Context: an optimization exercise on an open-source flow, tuned for small area, a short achievable clock period and few clock cycles per item. The choices shown serve that exercise and are no tape-out recipe. In this exercise RTL edits were held to simulation tests only and were not proved equivalent to the original. Power is estimated from default activity; no workload was simulated.

==> 01-12: inputs <==
==> flow/design.v (excerpt) <==
module frb64_encoder (
    input  wire        clk,
    input  wire        rst,           
    input  wire        in_valid,
    output reg         in_ready,
    input  wire [23:0] in_value,
    input  wire [7:0]  in_flags,
    input  wire [2:0]  cfg_ratio,     
    input  wire        cfg_raw,       
    output reg         out_valid,
    input  wire        out_ready,
    output reg  [31:0] out_data,
    output reg         out_last
);
    localparam integer F   = 8;       
    localparam [1:0] KIND_PACK = 2'd0, KIND_RAW = 2'd2, KIND_CONST = 2'd3;
    localparam [1:0] FM_UNIFORM = 2'd0, FM_SIDEBAR = 2'd1, FM_MERGED = 2'd2;
    function [15:0] crc16_value;
        input [15:0] crc_in;
        input [23:0] v;
        reg   [15:0] c;
        integer      b, j;
        begin
            c = crc_in;
            for (b = 0; b < 3; b = b + 1) begin
                c = c ^ {v[8*b +: 8], 8'h00};
                for (j = 0; j < 8; j = j + 1)
                    c = c[15] ? ((c << 1) ^ 16'h1021) : (c << 1);
            end
            crc16_value = c;
        end
    endfunction
    function [22:0] mag;
        input [23:0] r;
        begin
            mag = r[23] ? ~r[22:0] : r[22:0];
        end
    endfunction
    function [4:0] bitlen23;
        input [22:0] v;
        integer      j;
        begin
            bitlen23 = 5'd0;
            for (j = 0; j < 23; j = j + 1)
                if (v[j]) bitlen23 = j + 1;
        end
    endfunction
    function [5:0] words_of_ratio;
        input [2:0] ratio;
        begin
            case (ratio)
                3'd0:    words_of_ratio = 6'd51;
                3'd1:    words_of_ratio = 6'd27;
                3'd2:    words_of_ratio = 6'd19;
                3'd3:    words_of_ratio = 6'd15;
                3'd4:    words_of_ratio = 6'd11;
                default: words_of_ratio = 6'd9;
            endcase
        end
    endfunction
    function [4:0] wmax_of;
        input [2:0] ratio;
        input       sidebar;
        begin
            case (ratio)
                3'd0:    wmax_of = sidebar ? 5'd16 : 5'd24;
                3'd1:    wmax_of = sidebar ? 5'd4  : 5'd12;
                3'd2:    wmax_of = 5'd8;
                3'd3:    wmax_of = 5'd6;
                3'd4:    wmax_of = 5'd4;
                default: wmax_of = 5'd3;
            endcase
        end
  ...
==> flow/config.mk <==
export PLATFORM = sky130hd
export DESIGN_NAME = frb64_encoder
export DESIGN_NICKNAME = frb64_encoder
export VERILOG_FILES = /design/flow/design.v
export SDC_FILE = /design/flow/constraint.sdc
export NUM_CORES = 4
export LEC_CHECK = 0
export CAP_MARGIN = 25
export CORE_MARGIN = 2
export CORE_UTILIZATION = 55
export CTS_CLUSTER_DIAMETER = 100
export CTS_CLUSTER_SIZE = 20
export PLACE_DENSITY = 0.65
export SLEW_MARGIN = 20
==> flow/constraint.sdc <==
create_clock -name core_clock -period 14.0 [get_ports {clk}]
set_input_delay 2.8000 -clock core_clock [delete_from_list [all_inputs] [get_ports {clk}]]
set_output_delay 2.8000 -clock core_clock [all_outputs]
set_load 0.01 [all_outputs]
run.sh (not shown) runs the stock make flow with config.mk's settings and CLKGATE_MAP_FILE= SYNTH_SCRIPT=/design/flow/synth_recipe.tcl, a recipe that flattens the netlist after the stock synthesis.
==> 09-25: changes against 01-12 <==
ABC_AREA = 1   (was unset)
==> notes <==
Of 09-25 and 01-12, 01-12 has the higher total power (gap 6.5%, measured against 01-12). Maximum frequency: 09-25 is lower than 01-12 (about 2%). Against 09-25, the critical path depth of 01-12 is lower by 8. Between 09-25 and 01-12, the lower non-clock buffer count is in 09-25 (gap 63). In 09-25 the first-iteration DRC count is larger than in 01-12, by 0.26%. Setup slack: 09-25 is worse than 01-12 (0.12 ns). Between 09-25 and 01-12, the lower register-to-register slack is in 09-25 (gap 0.12 ns). Between 09-25 and 01-12, the lower global-route usage is in 01-12 (gap 1.9 points).
Testbench counts of 01-12, summed over its fixed seeds: cycles 26,856, blocks 384.
Testbench counts of 09-25, summed over its fixed seeds: cycles 26,856, blocks 384.


==> inputs of pepper <==
frb64_encoder, a different RTL version from the one above (not shown whole).
export LEC_CHECK = 0
export CAP_MARGIN = 25
export CORE_MARGIN = 2
export CORE_UTILIZATION = 50
export CTS_CLUSTER_DIAMETER = 100
export CTS_CLUSTER_SIZE = 20
export PLACE_DENSITY = 0.6
export SLEW_MARGIN = 20
create_clock -name core_clock -period 14.0 [get_ports {clk}]
==> xenon: changes against pepper <==
--- a/flow/config.mk
+++ b/flow/config.mk
@@ -5,6 +5,7 @@
 export SDC_FILE = /design/flow/constraint.sdc
 export NUM_CORES = 4
 export LEC_CHECK = 0
+export ABC_AREA = 1
 export CAP_MARGIN = 25
 export CORE_MARGIN = 2
 export CORE_UTILIZATION = 50
==> summary of the runs <==
Of pepper and xenon, pepper has the higher sequential share of layout area (gap 0.73 points).
In xenon the clock-buffer cell count is lower than in pepper, by 9.
Between pepper and xenon, the lower via count is in pepper (gap about 10%, measured against xenon).
Between xenon and pepper, the lower clock power is in xenon (gap about 1%, measured against pepper).
Testbench counts of pepper, summed over its fixed seeds: cycles 26,872, blocks 384.
Testbench counts of xenon, summed over its fixed seeds: cycles 26,872, blocks 384.


==> onyx <==
frb64_encoder, a different RTL version from the one above (not shown whole).
make LEC_CHECK=0 CAP_MARGIN=25 CORE_MARGIN=2 CORE_UTILIZATION=55 CTS_CLUSTER_DIAMETER=100 CTS_CLUSTER_SIZE=20 PLACE_DENSITY=0.65 SLEW_MARGIN=20 finish   # period 14.0 ns
==> inputs of maple, as changes to onyx <==
--- a/flow/design.v
+++ b/flow/design.v
@@ -108,25 +108,24 @@
     reg  [7:0] d_hflags;
     reg [15:0] d_crc;
     reg  [5:0] d_B, d_nf;
     reg        d_sb;
     reg        pv;           
     reg  [5:0] pidx;         
+    reg        psec;         
     reg        all_const, all_uniform;
     reg  [7:0] f0_r;
     reg  [4:0] flag_or;
     reg  [2:0] flag_min_hi;
     reg  [1:0] flag_min_lo;
     reg        flag_live;
     reg [15:0] crc;
     wire [22:0] bm0, bm10, bm20, bm21;
     wire [25:0] tl1, tl2;
     wire [71:0] tc1, tc2;
-    reg  [23:0] x2m;
-    always @(posedge clk)
-        x2m <= (wact && wi == 6'd1) ? x0 : x1;
+    wire [23:0] x2m = psec ? x1 : x2;
     frb64_trk u_trk (
         .clk(clk), .clr(pv && pidx == 6'd0), .upd(pv && pidx != 6'd0),
         .xi(x0), .xm1(x1), .xm2(x2m),
         .bm0(bm0), .bm10(bm10), .bm20(bm20), .bm21(bm21),
         .tl1(tl1), .tl2(tl2), .tc1(tc1), .tc2(tc2)
     );
@@ -196,13 +195,13 @@
     wire [55:0] comb_acc  = acc | ({32'd0, rr_bits} << acnt);
     wire [5:0]  comb_cnt  = acnt + (vr ? {1'b0, rr_w} : 6'd0);
     wire        push_full = vr && (comb_cnt >= 6'd32);
     wire        push_need = flush_pend ? (acnt != 6'd0) : (push_full || (vr && rr_last && comb_cnt != 6'd0));
     wire [31:0] push_word = flush_pend ? acc[31:0] : comb_acc[31:0];
     wire        ffull     = (fcount == F);
-    wire        stall     = ffull && (vr || flush_pend);
+    wire        stall     = push_need && ffull;
     wire        push      = push_need && !ffull;
     wire [4:0]  k_use = fb_first ? d_Kw : Ka;
     wire [23:0] q_new = $signed(xb) >>> k_use;
     wire [1:0]  p_use   = fc_first ? d_P : Pa;
     wire [4:0]  w_use   = fc_first ? d_W : Wa;
     wire        is_flag = fc_p1 && (fc_first ? d_sb : Sa);
@@ -378,12 +377,13 @@
             else if (!s_act && out_free && dec_pend)
                 dec_pend <= 1'b0;
         end
         rd_ratio <= n_rd_ratio;
         if (in_fire) begin
             pidx <= wact ? wi : 6'd0;
+            psec <= wact && (wi == 6'd1);
             if (!wact) begin
                 wr_ratio <= cfg_ratio;
                 wr_raw   <= cfg_raw;
             end
             if (wact && wi == 6'd63)
                 rd_raw <= wr_raw;
@@ -662,72 +662,43 @@
             s = s | (s >> 4);
             s = s | (s >> 8);
             s = s | (s >> 16);
             sufor = s;
         end
     endfunction
-    function [25:0] kadd;
-        input [25:0] a, b;
-        input        cin;
-        reg   [25:0] g, p, gg, pp, gn, pn;
-        integer      i, d;
-        begin
-            g  = a & b;
-            p  = a ^ b;
-            gg = g;
-            pp = p;
-            gg[0] = g[0] | (p[0] & cin);
-            for (d = 1; d < 26; d = d * 2) begin
-                gn = gg;
-                pn = pp;
-                for (i = d; i < 26; i = i + 1) begin
-                    gn[i] = gg[i] | (pp[i] & gg[i-d]);
-                    pn[i] = pp[i] & pp[i-d];
-                end
-                gg = gn;
-                pp = pn;
-            end
-            kadd = p ^ {gg[24:0], cin};
-        end
-    endfunction
     wire [25:0] xi_e  = {{2{xi[23]}},  xi};
     wire [25:0] xm1_e = {{2{xm1[23]}}, xm1};
     wire [25:0] xm2_e = {{2{xm2[23]}}, xm2};
-    wire [25:0] d1  = kadd(xi_e, ~xm1_e, 1'b1);
+    wire [25:0] d1  = xi_e - xm1_e;
     wire [25:0] bw1 = d1 ^ xi_e ^ xm1_e;             
     wire [25:0] o3  = ~{xm1_e[24:0], 1'b0};
     wire [25:0] cs  = xi_e ^ xm2_e ^ o3;
     wire [25:0] cv  = {(xi_e[24:0] & xm2_e[24:0]) | (xi_e[24:0] & o3[24:0]) |
                        (xm2_e[24:0] & o3[24:0]), 1'b0};
-    wire [25:0] d2  = kadd(cs, cv, 1'b1);
+    wire [25:0] d2  = cs + cv + 26'd1;
     wire [25:0] cc  = d2 ^ cs ^ cv;                  
     reg         q_clr, q_upd;
-    reg         q_s1, q_s2;
-    reg  [25:0] q_m1, q_m2;
+    reg  [25:0] q_d1, q_d2;
     reg  [23:0] e1;           
     reg  [47:0] e2;           
     integer     kq;
     always @(posedge clk) begin
         q_clr <= clr;
         q_upd <= upd;
-        q_s1  <= d1[25];
-        q_s2  <= d2[25];
-        q_m1  <= d1[25] ? ~d1 : d1;
-        q_m2  <= d2[25] ? ~d2 : d2;
+        q_d1  <= d1;
+        q_d2  <= d2;
         e1    <= bw1[23:0];
         for (kq = 0; kq < 24; kq = kq + 1)
             e2[2*kq +: 2] <= (kq < 1) ? 2'd0 :
                 {(!xm1_e[kq-1] & !cv[kq] & !cc[kq]) | (xm1_e[kq-1] & !(cv[kq] & cc[kq])),
                  xm1_e[kq-1] ^ cv[kq] ^ cc[kq]};
     end
-    wire        s1 = q_s1;
-    wire        s2 = q_s2;
-    wire [25:0] m1 = q_m1;
-    wire [25:0] m2 = q_m2;
-    wire [25:0] q_d1 = s1 ? ~m1 : m1;
-    wire [25:0] q_d2 = s2 ? ~m2 : m2;
+    wire        s1 = q_d1[25];
+    wire        s2 = q_d2[25];
+    wire [25:0] m1 = s1 ? ~q_d1 : q_d1;
+    wire [25:0] m2 = s2 ? ~q_d2 : q_d2;
     wire [1:0]  e21 = e2[3:2];
     wire [23:0] r21 = q_d2[24:1] + {{22{e21 == 2'd0}}, e21 - 2'd1};
     wire [25:0] so1  = sufor(m1);
     wire [25:0] so2  = sufor(m2);
     wire [25:0] so1u = {1'b0, so1[25:1]};
     wire [25:0] so2u = {1'b0, so2[25:1]};
@@ -971,22 +942,29 @@
             s_l2  <= tcount(tl2);
             s_b10 <= tcount(t10);
             s_b20 <= tcount(t20);
             s_b21 <= tcount(t21);
         end
     end
-    wire [4:0] dd0 = (s_l0 > k_r) ? s_l0 - k_r : 5'd0;
-    wire [4:0] dd1 = (s_l1 > k_r + 5'd2) ? s_l1 - k_r : 5'd2;
-    wire [4:0] dd2 = (s_l2 > k_r + 5'd2) ? s_l2 - k_r : 5'd2;
-    reg  [4:0] ww0, ww1, ww2;
+    reg  [4:0] t_d0, t_d1, t_d2, t_b10, t_b20, t_b21, t_k;
+    reg  [1:0] t_c1, t_c2;
     always @(posedge clk) begin
-        ww0 <= dd0 + 5'd1;
-        ww1 <= (k_r == 5'd0) ? s_b10 + 5'd1 : dd1 + {3'b000, s_c1} - 5'd1;
-        ww2 <= (k_r == 5'd0) ? s_b20 + 5'd1 :
-               (k_r == 5'd1) ? s_b21 + 5'd1 : dd2 + {3'b000, s_c2} - 5'd1;
-    end
+        t_d0  <= (s_l0 > k_r) ? s_l0 - k_r : 5'd0;
+        t_d1  <= (s_l1 > k_r + 5'd2) ? s_l1 - k_r : 5'd2;
+        t_d2  <= (s_l2 > k_r + 5'd2) ? s_l2 - k_r : 5'd2;
+        t_b10 <= s_b10;
+        t_b20 <= s_b20;
+        t_b21 <= s_b21;
+        t_k   <= k_r;
+        t_c1  <= s_c1;
+        t_c2  <= s_c2;
+    end
+    wire [4:0] ww0 = t_d0 + 5'd1;
+    wire [4:0] ww1 = (t_k == 5'd0) ? t_b10 + 5'd1 : t_d1 + {3'b000, t_c1} - 5'd1;
+    wire [4:0] ww2 = (t_k == 5'd0) ? t_b20 + 5'd1 :
+                     (t_k == 5'd1) ? t_b21 + 5'd1 : t_d2 + {3'b000, t_c2} - 5'd1;
     reg  [4:0] wb;
     reg  [1:0] pb;
     always @* begin
         wb = ww0;
         pb = 2'd0;
         if (ww1 < wb) begin wb = ww1; pb = 2'd1; end
==> results.rst <==
.. list-table::
   :header-rows: 1

   * - Metric
     - Value
   * - Final critical path time including I/O delays and setup
     - around 6.3 ns
   * - Top post-synthesis cells by count
     - 2,443 x sky130_fd_sc_hd__dfxtp_1, 1,015 x sky130_fd_sc_hd__edfxtp_1, 961 x sky130_fd_sc_hd__nand2_1
   * - Post-route total power
     - between 0.02 and 0.03 W
   * - CP Capture Point
     - u_trk.gp2[4].hi.c[0]
   * - Dpl cell area
     - 135,000 µm²
   * - Synthesized area divided by synthesized cell count
     - approximately 11 µm²
   * - Switching portion of total power
     - a little over a third
   * - Multi-input gate count
     - ~7,000
   * - Run status
     - timing/DRC/antenna clean
   * - Post-Place Setup Slack
     - around 8 ns
   * - Maximum operating frequency
     - around 160 MHz
   * - Tightest hold margin
     - around 0.23 ns
The numbers above come from onyx.

==> results.rst <==
.. list-table::
   :header-rows: 1

   * - Metric
     - Value
   * - Run status
     - timing/DRC/antenna clean
   * - Post-route total power
     - 0.0266 W
   * - Post-Place Setup Slack
     - 7.74 ns
   * - Synthesized area divided by synthesized cell count
     - between 10 and 15 µm²
   * - CP Capture Point
     - u_trk.gp2[18].hi.c[0]
   * - Switching portion of total power
     - 36.5%
   * - Top post-synthesis cells by count
     - 2,377 x sky130_fd_sc_hd__dfxtp_1, 1,024 x sky130_fd_sc_hd__nand2_1, 1,016 x sky130_fd_sc_hd__edfxtp_1
   * - Multi-input gate count
     - between 7,000 and 8,000
   * - Maximum operating frequency
     - approximately 150 MHz
The numbers above come from maple.

Testbench counts of onyx, summed over its fixed seeds: cycles 26,872, blocks 384.
Testbench counts of maple, summed over its fixed seeds: cycles 26,872, blocks 384.

==> afterwards: timing with drivers on the ports <==
Ports are ideal in the flow. The routed layouts listed here were re-timed in OpenROAD.
Step 1, drivers: a clkbuf_16 drives clk and a buf_2 each remaining input, both assumed.
Step 2, shift: input delay + t, output delay - t, t = (earliest + latest rising clock arrival at the registers) / 2. This alone moves slack from input paths to output paths.
Three values: no drivers, after step 1, after step 2; two values: the first two.
run	t (ns)	setup WS [ns]	hold slack, ns	cell pins on the clock port's net
01-12	0.972	7.784 / 7.784 / 7.784	0.315 / 0.315 / 0.315	1
09-25	0.994	7.659 / 7.659 / 7.659	0.256 / 0.256 / 0.256	1
pepper	0.996	7.917 / 7.917 / 7.917	0.273 / 0.273 / 0.273	1
xenon	1.006	8.695 / 8.695 / 8.001	0.285 / 0.285 / 0.285	1
onyx	0.988	7.718 / 7.718 / 7.718	0.233 / 0.233 / 0.233	1
maple	0.992	7.475 / 7.475 / 7.475	0.233 / 0.233 / 0.233	1
After both steps setup and hold are still met in every run listed. The setup slack of xenon, which loses most, moves by 0.000 ns with the drivers and by -0.694 ns with both steps.
